Context: an optimization exercise on an open-source flow, tuned for small area. The choices shown serve that exercise and are no tape-out recipe. Function was checked by simulation only, so behaviour that the tests miss may differ from the original.

==> v17: inputs <==
==> flow/design.v <==
module ds_frame_rx (
    input  wire         clk,
    input  wire         rst,         
    input  wire         lock,        
    input  wire         in_valid,    
    input  wire         in_hdr,      
    input  wire [255:0] in_body,     
    output reg          out_valid,
    output reg  [1:0]   out_type,    
    output reg  [255:0] out_body,
    output wire [31:0]  out_fn,
    output wire [1:0]   state,       
    output reg          ev_sync_gained,
    output reg          ev_oof_entered,
    output reg          ev_hdr_bad,
    output reg          ev_hdr_invalid,
    output reg          ev_faw_bad,
    output reg          ev_fn_jump,
    output reg          ev_false_cand,
    output reg          ev_cand_ovf,
    output reg          ev_err_block,
    output reg          ev_bip_err,
    output reg  [4:0]   bip_bits
);
    localparam [1:0] ST_HUNT = 2'd0, ST_PRESYNC = 2'd1, ST_SYNC = 2'd2, ST_OOF = 2'd3;
    localparam [12:0] FRAME_LAST = 13'd7999;
    localparam [31:0] FN_LAST    = 32'd4292607999;
    localparam [55:0] TYPE_FAW   = 56'h1E5B3C96E1A47D;
    reg  [1:0]  st;
    reg  [12:0] bc;             
    reg  [12:0] cq_p [0:3];     
    reg  [31:0] cq_n [0:3];     
    reg  [1:0]  cq_rd;          
    reg  [2:0]  cq_n_used;      
    reg  [31:0] cur_fn;         
    reg  [6:0]  cur_g;          
    reg         cur_hv;         
    reg         cur_oam;        
    reg  [1:0]  faw_cnt;        
    reg  [30:0] scr;            
    reg  [15:0] bip_acc;        
    wire [7:0]  rx_type = in_body[255:248];
    wire [47:0] rx_faw  = in_body[247:200];
    wire [31:0] rx_fn   = in_body[199:168];
    wire        rx_es   = in_body[165];
    wire        rx_oam  = in_body[166];
    wire [6:0]  rx_g    = in_body[163:157];
    wire [15:0] rx_bip  = in_body[156:141];
    wire [14:0] rx_ptr  = in_body[140:126];
    wire [15:0] rx_hcrc = in_body[15:0];
    integer i;
    genvar gi;
    reg [15:0] crc;
    always @* begin
        crc = 16'hFFFF;
        for (i = 255; i >= 16; i = i - 1)
            crc = {crc[14:0], 1'b0} ^ ((crc[15] ^ in_body[i]) ? 16'h1021 : 16'h0000);
    end
    wire crc_ok = (crc == rx_hcrc);
    reg [1:0] faw_sat;   
    reg [2:0] faw_sum;
    always @* begin
        faw_sat = 2'd0;
        for (i = 0; i < 56; i = i + 1) begin
            faw_sum = {1'b0, faw_sat} + {2'd0, in_body[200 + i] ^ TYPE_FAW[i]};
            faw_sat = faw_sum[2] ? 2'd3 : faw_sum[1:0];
        end
    end
    wire faw_good = (faw_sat != 2'd3);
    wire [29:0] q    = rx_fn[31:2];
    wire [11:0] m1   = {2'd0, q[9:0]} + {2'd0, q[29:20]} + {2'd0, ~q[19:10]};  
    wire [10:0] m2   = {1'b0, m1[9:0]} + 11'd25 - {9'd0, m1[11:10]};           
    reg         m2_hit;
    always @* begin
        m2_hit = 1'b0;
        for (i = 23; i <= 1048; i = i + 25)
            if (m2 == i) m2_hit = 1'b1;
    end
    wire        fn_div100 = (rx_fn[1:0] == 2'd0) && m2_hit;
    wire        fn_ok   = (rx_fn <= FN_LAST);
    wire        es_ok   = (rx_es == fn_div100);
    wire        g_ok    = (rx_g <= 7'd64);
    wire [13:0] ptr_sum = {1'b0, rx_ptr[14:2]} + {7'd0, rx_g};
    wire        ptr_ok  = (&rx_ptr) || (ptr_sum < 14'd7997);
    wire        hv      = in_hdr && ({rx_type, rx_faw} == TYPE_FAW) &&
                          crc_ok && g_ok && fn_ok && es_ok && ptr_ok;
    wire        blk      = lock && in_valid;
    wire        in_sync  = (st == ST_SYNC);
    wire        in_oof   = (st == ST_OOF);
    wire        bc0      = (bc == 13'd0);
    wire        is_data  = in_sync && ({6'd0, cur_g} + 13'd2 < bc);
    wire        is_pre   = in_sync && !bc0 && !is_data;    
    wire [12:0] hd_p     = cq_p[cq_rd];
    wire [31:0] hd_n     = cq_n[cq_rd];
    wire        due      = (cq_n_used != 3'd0) && (hd_p == bc);
    wire        use_cur  = in_sync || (in_oof && bc0);
    wire [31:0] ref_fn   = use_cur ? cur_fn : hd_n;
    wire [31:0] ref_inc  = (ref_fn == FN_LAST) ? 32'd0 : ref_fn + 32'd1;
    wire        fn_match = (rx_fn == ref_inc);
    wire        oof_go   = in_sync && bc0 && !faw_good && (faw_cnt == 2'd3);
    wire        enter    = !in_sync && hv && fn_match && (due || (in_oof && bc0 && cur_hv));
    wire        pop      = due;
    wire        full     = (cq_n_used == 3'd4) && !pop;
    wire        push     = hv && !full;
    wire [1:0]  cq_wr    = cq_rd + cq_n_used[1:0];
    wire [31:0] fn_new   = hv ? rx_fn : ref_inc;
    wire [30:0] seed_x   = fn_new[30:0] ^ 31'h55555555;
    wire [30:0] seed     = seed_x | {31{seed_x == 31'd0}};
    wire [30:0] scr_m = scr & {31{is_data}};
    wire [286:0] seq;
    wire [255:0] ks;
    wire [30:0]  scr_adv;
    generate
        for (gi = 0; gi < 31; gi = gi + 1) begin : g_seq_init
            assign seq[gi] = scr_m[30 - gi];
            assign scr_adv[gi] = seq[286 - gi];
        end
        for (gi = 31; gi < 287; gi = gi + 1) begin : g_seq
            assign seq[gi] = seq[gi - 31] ^ seq[gi - 28];
            assign ks[255 - (gi - 31)] = seq[gi];
        end
    endgenerate
    reg [15:0] fold;
    always @* begin
        fold = 16'd0;
        for (i = 0; i < 16; i = i + 1)
            fold = fold ^ in_body[16*i +: 16];
    end
    wire [15:0] bip_diff = rx_bip ^ bip_acc;
    reg  [4:0]  bip_pop;
    always @* begin
        bip_pop = 5'd0;
        for (i = 0; i < 16; i = i + 1)
            bip_pop = bip_pop + {4'd0, bip_diff[i]};
    end
    wire hdr_chk  = blk && st[1] && bc0;              
    wire sync_hdr = blk && in_sync && bc0;
    wire bip_chk  = sync_hdr && hv && cur_hv;
    always @(posedge clk) begin
        out_body       <= in_body ^ ks;
        out_valid      <= !rst && blk && (enter || (in_sync && (bc0 ? hv :
                                          is_data || (bc < 13'd3 ? cur_oam : cur_hv))));
        out_type       <= (enter || bc0) ? 2'd3 : is_data ? 2'd0 : (bc < 13'd3) ? 2'd1 : 2'd2;
        ev_sync_gained <= !rst && blk && enter;
        ev_oof_entered <= !rst && blk && oof_go;
        ev_hdr_bad     <= !rst && hdr_chk && !hv;
        ev_hdr_invalid <= !rst && hdr_chk && !hv && crc_ok;
        ev_faw_bad     <= !rst && sync_hdr && !faw_good && (faw_cnt != 2'd3);
        ev_fn_jump     <= !rst && sync_hdr && hv && !fn_match;
        ev_false_cand  <= !rst && blk && !in_sync && due && !enter;
        ev_cand_ovf    <= !rst && blk && !in_sync && !enter && hv && full;
        ev_err_block   <= !rst && blk && in_sync && (in_hdr == is_data);
        bip_bits       <= (!rst && bip_chk) ? bip_pop : 5'd0;
        ev_bip_err     <= !rst && bip_chk && (bip_diff != 16'd0);
    end
    always @(posedge clk) begin
        if (rst || !lock) begin
            st        <= ST_HUNT;
            bc        <= 13'd0;
            cq_n_used <= 3'd0;
            cq_rd     <= 2'd0;
        end else if (blk) begin
            bc <= enter ? 13'd1 : (bc == FRAME_LAST) ? 13'd0 : bc + 13'd1;
            if (in_sync) begin
                if (oof_go) st <= ST_OOF;
            end else if (enter) begin
                st        <= ST_SYNC;
                cq_n_used <= 3'd0;
            end else begin
                cq_rd     <= cq_rd + {1'b0, pop};
                cq_n_used <= cq_n_used - {2'd0, pop} + {2'd0, push};
                if (!in_oof)
                    st <= (hv || (cq_n_used != {2'd0, pop})) ? ST_PRESYNC : ST_HUNT;
            end
        end
    end
    always @(posedge clk) begin
        if (blk && push) begin
            cq_p[cq_wr] <= bc;
            cq_n[cq_wr] <= rx_fn;
        end
    end
    wire ld_hdr = blk && ((st[1] && bc0) || enter);
    always @(posedge clk) begin
        if (ld_hdr) begin
            cur_fn  <= fn_new;
            cur_hv  <= hv && !oof_go;
            cur_oam <= hv && rx_oam;
            if (hv) cur_g <= rx_g;
        end
        if (blk && (ld_hdr || is_data))
            scr <= is_data ? scr_adv : seed;
        if (blk && !is_pre)
            bip_acc <= (bip_acc ^ fold) & {16{is_data}};
        if (blk && (!in_sync || bc0))
            faw_cnt <= (in_sync && !faw_good) ? faw_cnt + 2'd1 : 2'd0;
    end
    assign out_fn = cur_fn;
    assign state  = st;
endmodule
==> flow/run.sh <==
#!/bin/bash
# synth_recipe.tcl (not shown) runs the flow's synth.tcl, then flattens the netlist and writes it again
# the make line also repeats each setting of config.mk as NAME=value (left out here)
make -C /OpenROAD-flow-scripts/flow DESIGN_CONFIG=/design/flow/config.mk WORK_HOME=/design/flow/orfs CLKGATE_MAP_FILE= SYNTH_SCRIPT=/design/flow/synth_recipe.tcl finish
==> flow/config.mk <==
export PLATFORM = sky130hd
export DESIGN_NAME = ds_frame_rx
export DESIGN_NICKNAME = ds_frame_rx
export VERILOG_FILES = /design/flow/design.v
export SDC_FILE = /design/flow/constraint.sdc
export NUM_CORES = 4
export LEC_CHECK = 0
export CAP_MARGIN = 20
export CORE_MARGIN = 2
export CORE_UTILIZATION = 40
export PLACE_DENSITY = 0.6
export SLEW_MARGIN = 20
==> flow/constraint.sdc <==
create_clock -name core_clock -period 50.0 [get_ports {clk}]
set_input_delay 10.0000 -clock core_clock [delete_from_list [all_inputs] [get_ports {clk}]]
set_output_delay 10.0000 -clock core_clock [all_outputs]
set_load 0.01 [all_outputs]
==> inputs of v13, as changes to v17 <==
==> flow/design.v, changed modules only <==
module ds_frame_rx (
    input  wire         clk,
    input  wire         rst,         
    input  wire         lock,        
    input  wire         in_valid,    
    input  wire         in_hdr,      
    input  wire [255:0] in_body,     
    output reg          out_valid,
    output reg  [1:0]   out_type,    
    output reg  [255:0] out_body,
    output wire [31:0]  out_fn,
    output wire [1:0]   state,       
    output reg          ev_sync_gained,
    output reg          ev_oof_entered,
    output reg          ev_hdr_bad,
    output reg          ev_hdr_invalid,
    output reg          ev_faw_bad,
    output reg          ev_fn_jump,
    output reg          ev_false_cand,
    output reg          ev_cand_ovf,
    output reg          ev_err_block,
    output reg          ev_bip_err,
    output reg  [4:0]   bip_bits
);
    localparam [1:0] ST_HUNT = 2'd0, ST_PRESYNC = 2'd1, ST_SYNC = 2'd2, ST_OOF = 2'd3;
    localparam [12:0] FRAME_LAST = 13'd7999;
    localparam [31:0] FN_LAST    = 32'd4292607999;
    localparam [55:0] TYPE_FAW   = 56'h1E5B3C96E1A47D;
    reg  [1:0]  st;
    reg  [12:0] bc;             
    reg  [51:0] cq_p;           
    reg  [127:0] cq_n;          
    reg  [1:0]  cq_rd;          
    reg  [2:0]  cq_n_used;      
    reg  [31:0] cur_fn;         
    reg         cur_hv;         
    wire [6:0]  cur_g   = cq_p[6:0];     
    wire [1:0]  faw_cnt = cq_p[8:7];     
    wire        cur_oam = cq_p[9];       
    wire [30:0] scr     = cq_n[30:0];    
    wire [15:0] bip_acc = cq_n[47:32];   
    wire [7:0]  rx_type = in_body[255:248];
    wire [47:0] rx_faw  = in_body[247:200];
    wire [31:0] rx_fn   = in_body[199:168];
    wire        rx_es   = in_body[165];
    wire        rx_oam  = in_body[166];
    wire [6:0]  rx_g    = in_body[163:157];
    wire [15:0] rx_bip  = in_body[156:141];
    wire [14:0] rx_ptr  = in_body[140:126];
    wire [15:0] rx_hcrc = in_body[15:0];
    integer i;
    genvar gi;
    reg [15:0] crc;
    always @* begin
        crc = 16'hFFFF;
        for (i = 255; i >= 16; i = i - 1)
            crc = {crc[14:0], 1'b0} ^ ((crc[15] ^ in_body[i]) ? 16'h1021 : 16'h0000);
    end
    wire crc_ok = (crc == rx_hcrc);
    integer n;
    reg [63:0] f1, f2, f3;
    always @* begin
        f1 = 64'd0; f2 = 64'd0; f3 = 64'd0;
        for (i = 0; i < 56; i = i + 1) f1[i] = in_body[200 + i] ^ TYPE_FAW[i];
        for (n = 32; n >= 1; n = n / 2)
            for (i = 0; i < n; i = i + 1) begin
                f3[i] = f3[2*i] | f3[2*i+1] | (f2[2*i] & f1[2*i+1]) | (f1[2*i] & f2[2*i+1]);
                f2[i] = f2[2*i] | f2[2*i+1] | (f1[2*i] & f1[2*i+1]);
                f1[i] = f1[2*i] | f1[2*i+1];
            end
    end
    wire faw_good = !f3[0];
    wire [29:0] q    = rx_fn[31:2];
    wire [11:0] m1   = {2'd0, q[9:0]} + {2'd0, q[29:20]} + {2'd0, ~q[19:10]};  
    wire [10:0] m2   = {1'b0, m1[9:0]} + 11'd25 - {9'd0, m1[11:10]};           
    reg         m2_hit;
    always @* begin
        m2_hit = 1'b0;
        for (i = 23; i <= 1048; i = i + 25)
            if (m2 == i) m2_hit = 1'b1;
    end
    wire        fn_div100 = (rx_fn[1:0] == 2'd0) && m2_hit;
    wire        fn_ok   = (rx_fn <= FN_LAST);
    wire        es_ok   = (rx_es == fn_div100);
    wire        g_ok    = (rx_g <= 7'd64);
    wire [13:0] ptr_sum = {1'b0, rx_ptr[14:2]} + {7'd0, rx_g};
    wire        ptr_ok  = (&rx_ptr) || (ptr_sum < 14'd7997);
    wire        hv      = in_hdr && ({rx_type, rx_faw} == TYPE_FAW) &&
                          crc_ok && g_ok && fn_ok && es_ok && ptr_ok;
    wire        blk      = lock && in_valid;
    wire        in_sync  = (st == ST_SYNC);
    wire        in_oof   = (st == ST_OOF);
    wire        bc0      = (bc == 13'd0);
    wire        is_data  = in_sync && ({6'd0, cur_g} + 13'd2 < bc);
    wire        is_pre   = in_sync && !bc0 && !is_data;    
    wire [12:0] hd_p     = cq_p[13*cq_rd +: 13];
    wire [31:0] hd_n     = cq_n[32*cq_rd +: 32];
    wire        due      = (cq_n_used != 3'd0) && (hd_p == bc);
    wire        use_cur  = in_sync || (in_oof && bc0);
    wire [31:0] ref_fn   = use_cur ? cur_fn : hd_n;
    wire [31:0] ref_inc  = (ref_fn == FN_LAST) ? 32'd0 : ref_fn + 32'd1;
    wire        fn_match = (rx_fn == ref_inc);
    wire        oof_go   = in_sync && bc0 && !faw_good && (faw_cnt == 2'd3);
    wire        enter    = !in_sync && hv && fn_match && (due || (in_oof && bc0 && cur_hv));
    wire        pop      = due;
    wire        full     = (cq_n_used == 3'd4) && !pop;
    wire        push     = hv && !full;
    wire [1:0]  cq_wr    = cq_rd + cq_n_used[1:0];
    wire [31:0] fn_new   = hv ? rx_fn : ref_inc;
    wire [30:0] seed_x   = fn_new[30:0] ^ 31'h55555555;
    wire [30:0] seed     = seed_x | {31{seed_x == 31'd0}};
    wire [30:0] scr_m = scr & {31{is_data}};
    wire [286:0] seq;
    wire [255:0] ks;
    wire [30:0]  scr_adv;
    generate
        for (gi = 0; gi < 31; gi = gi + 1) begin : g_seq_init
            assign seq[gi] = scr_m[30 - gi];
            assign scr_adv[gi] = seq[286 - gi];
        end
        for (gi = 31; gi < 287; gi = gi + 1) begin : g_seq
            assign seq[gi] = seq[gi - 31] ^ seq[gi - 28];
            assign ks[255 - (gi - 31)] = seq[gi];
        end
    endgenerate
    reg [15:0] fold;
    always @* begin
        fold = 16'd0;
        for (i = 0; i < 16; i = i + 1)
            fold = fold ^ in_body[16*i +: 16];
    end
    wire [15:0] bip_diff = rx_bip ^ bip_acc;
    reg  [4:0]  bip_pop;
    always @* begin
        bip_pop = 5'd0;
        for (i = 0; i < 16; i = i + 1)
            bip_pop = bip_pop + {4'd0, bip_diff[i]};
    end
    wire hdr_chk  = blk && st[1] && bc0;              
    wire sync_hdr = blk && in_sync && bc0;
    wire bip_chk  = sync_hdr && hv && cur_hv;
    always @(posedge clk) begin
        out_body       <= in_body ^ ks;
        out_valid      <= !rst && blk && (enter || (in_sync && (bc0 ? hv :
                                          is_data || (bc < 13'd3 ? cur_oam : cur_hv))));
        out_type       <= (enter || bc0) ? 2'd3 : is_data ? 2'd0 : (bc < 13'd3) ? 2'd1 : 2'd2;
        ev_sync_gained <= !rst && blk && enter;
        ev_oof_entered <= !rst && blk && oof_go;
        ev_hdr_bad     <= !rst && hdr_chk && !hv;
        ev_hdr_invalid <= !rst && hdr_chk && !hv && crc_ok;
        ev_faw_bad     <= !rst && sync_hdr && !faw_good && (faw_cnt != 2'd3);
        ev_fn_jump     <= !rst && sync_hdr && hv && !fn_match;
        ev_false_cand  <= !rst && blk && !in_sync && due && !enter;
        ev_cand_ovf    <= !rst && blk && !in_sync && !enter && hv && full;
        ev_err_block   <= !rst && blk && in_sync && (in_hdr == is_data);
        bip_bits       <= (!rst && bip_chk) ? bip_pop : 5'd0;
        ev_bip_err     <= !rst && bip_chk && (bip_diff != 16'd0);
    end
    always @(posedge clk) begin
        if (rst || !lock) begin
            st        <= ST_HUNT;
            bc        <= 13'd0;
            cq_n_used <= 3'd0;
            cq_rd     <= 2'd0;
        end else if (blk) begin
            bc <= enter ? 13'd1 : (bc == FRAME_LAST) ? 13'd0 : bc + 13'd1;
            if (in_sync) begin
                if (oof_go) st <= ST_OOF;
            end else if (enter) begin
                st        <= ST_SYNC;
                cq_n_used <= 3'd0;
            end else begin
                cq_rd     <= cq_rd + {1'b0, pop};
                cq_n_used <= cq_n_used - {2'd0, pop} + {2'd0, push};
                if (!in_oof)
                    st <= (hv || (cq_n_used != {2'd0, pop})) ? ST_PRESYNC : ST_HUNT;
            end
        end
    end
    wire ld_hdr  = blk && ((st[1] && bc0) || enter);
    wire sync_bk = blk && (in_sync || enter);    
    always @(posedge clk) begin
        if (ld_hdr) begin
            cur_fn  <= fn_new;
            cur_hv  <= hv && !oof_go;
        end
    end
    wire [3:0] cq_we;
    genvar gk;
    generate
        for (gk = 0; gk < 4; gk = gk + 1) begin : g_we
            assign cq_we[gk] = blk && !in_sync && push && (cq_wr == gk);
        end
    endgenerate
    wire        oam_d    = sync_bk ? (hv && rx_oam) : bc[9];
    wire        oam_en   = sync_bk ? (bc0 || enter) : cq_we[0];
    wire [6:0]  g_d      = sync_bk ? rx_g : bc[6:0];
    wire        g_en     = sync_bk ? ((bc0 || enter) && hv) : cq_we[0];
    wire [1:0]  faw_d    = sync_bk ? ((in_sync && !faw_good) ? faw_cnt + 2'd1 : 2'd0) : bc[8:7];
    wire        faw_en   = sync_bk ? (bc0 || enter) : cq_we[0];
    wire [30:0] scr_d    = sync_bk ? (is_data ? scr_adv : seed) : rx_fn[30:0];
    wire        scr_en   = sync_bk ? (bc0 || enter || is_data) : cq_we[0];
    wire [15:0] bip_d    = sync_bk ? ((bip_acc ^ fold) & {16{is_data}}) : rx_fn[15:0];
    wire        bip_en   = sync_bk ? !is_pre : cq_we[1];
    always @(posedge clk) begin
        if (cq_we[0]) begin
            cq_p[12:10] <= bc[12:10];
            cq_n[31]    <= rx_fn[31];
        end
        if (oam_en) cq_p[9]      <= oam_d;
        if (faw_en) cq_p[8:7]    <= faw_d;
        if (g_en)   cq_p[6:0]    <= g_d;
        if (scr_en) cq_n[30:0]   <= scr_d;
        if (cq_we[1]) begin
            cq_p[25:13] <= bc;
            cq_n[63:48] <= rx_fn[31:16];
        end
        if (bip_en) cq_n[47:32]  <= bip_d;
        if (cq_we[2]) begin
            cq_p[38:26] <= bc;
            cq_n[95:64] <= rx_fn;
        end
        if (cq_we[3]) begin
            cq_p[51:39] <= bc;
            cq_n[127:96] <= rx_fn;
        end
    end
    assign out_fn = cur_fn;
    assign state  = st;
endmodule
==> flow/flow/run.sh (new file) <==
#!/bin/bash
# Own layout flow: the standard flow (standard.sh) with
#  - synthesis through flow/my_synth.tcl (synth_recipe.tcl with an
#    area-oriented ABC mapping script, flow/area.script);
#  - the port buffers made from the smallest buffer, buf_1;
#  - clock tree synthesis with larger sink clusters and no dummy loads.
set -euo pipefail
export MY_WORK_DIR=$PWD
export MY_FLOW_DIR=$PWD/flow
bash standard.sh SYNTH_SCRIPT=$PWD/flow/my_synth.tcl \
  "BUFFER_PORTS_ARGS=-buffer_cell sky130_fd_sc_hd__buf_1" \
  "CTS_ARGS=-sink_clustering_enable -repair_clock_nets -dont_use_dummy_load -sink_clustering_size ${CTS_SINKS:-20} -sink_clustering_max_diameter 100 -buf_list sky130_fd_sc_hd__clkbuf_16" \
  finish > $PWD/flow.log 2>&1
==> flow/flow/area.script (new file) <==
&get -n
&st
&dch
&nf -R 1000 -p
&st
&dch
&nf -R 1000 -p
&put
==> flow/flow/my_synth.tcl (new file) <==
# The standard synthesis (synth_recipe.tcl), with ABC's technology mapping
# run by an area-oriented script that keeps the XOR structure of the RTL,
# and without the 3-input XOR cells. Registers are mapped before ABC runs,
# so they are the standard synthesis's.
proc abc {args} {
  set i [lsearch $args -script]
  if {$i >= 0} { lset args [expr {$i + 1}] [file join $::env(MY_FLOW_DIR) area.script] }
  foreach c {xor3_1 xor3_2 xor3_4 xnor3_1 xnor3_2 xnor3_4} {
    lappend args -dont_use sky130_fd_sc_hd__$c
  }
  puts "abc (own flow): $args"
  yosys abc {*}$args
}
source [file join $::env(MY_WORK_DIR) synth_recipe.tcl]
==> flow/standard.sh (new file) <==
#!/bin/bash
# synth_recipe.tcl (not shown) runs the flow's synth.tcl, then flattens the netlist and writes it again
# the make line also repeats each setting of config.mk as NAME=value (left out here)
make -C /OpenROAD-flow-scripts/flow DESIGN_CONFIG=/design/flow/config.mk WORK_HOME=/design/flow/orfs CLKGATE_MAP_FILE= SYNTH_SCRIPT=/design/flow/synth_recipe.tcl "${@:-finish}"
CORE_UTILIZATION = 65   (was 40)
PLACE_DENSITY = 0.8   (was 0.6)
removed: flow/run.sh
==> qor summary <==
| item | v17 | v13 |
|---|---|---|
| Post-route core utilization | 49.2% | 75.1% |
| Slowest CP cell | sky130_fd_sc_hd__or4b_2 | sky130_fd_sc_hd__xnor2_1 |
| Tapcells inserted | 1488 | 680 |
| Number of detailed-route iterations in the first pass | 6 | 8 |
| Horizontal die dimension | 337 um | 233 um |
| Endpoint of the worst register-to-register path | cur_g[2] | cq_p[0] |
| Worst hold slack across all endpoints | 0.527 ns | 0.532 ns |
| Portion of netlist area occupied by mux cells | 3.56% | 4.37% |
| Number of sequential storage elements | 566 | 507 |
| Result of the run | finished clean | finished clean |
| Flip-flop and latch count after synthesis | 566 | 507 |
| Global-route usage over all layers | 34.6% | 53.3% |
| WL per Instance | 34.0 um | 31.3 um |

==> separate check: timing with driven ports <==
Ports are ideal in the flow. The routed layouts listed here were re-timed in OpenROAD.
Step 1: set_driving_cell puts a clkbuf_16 on clk and a buf_2 on each other input, an assumption about the parent block.
Step 2 times the ports against the registers' clock, not the clock port: input delays grow and output delays shrink by t, the midpoint of the rising clock arrivals with the driver on.
Slacks: ideal ports / drivers / drivers and shift; pairs: ideal ports / drivers.
run | t (ns) | setup WS [ns] | worst slew at a driven data input, ns
v17 | 0.744 | 15.242 / 15.277 / 14.532 | 0.12
v13 | 0.679 | 14.119 / 14.160 / 13.481 | 0.12
After both steps setup and hold are still met in every run listed. For v17, which loses most, drivers alone change the setup slack by +0.035 ns; drivers and shift together by -0.710 ns.
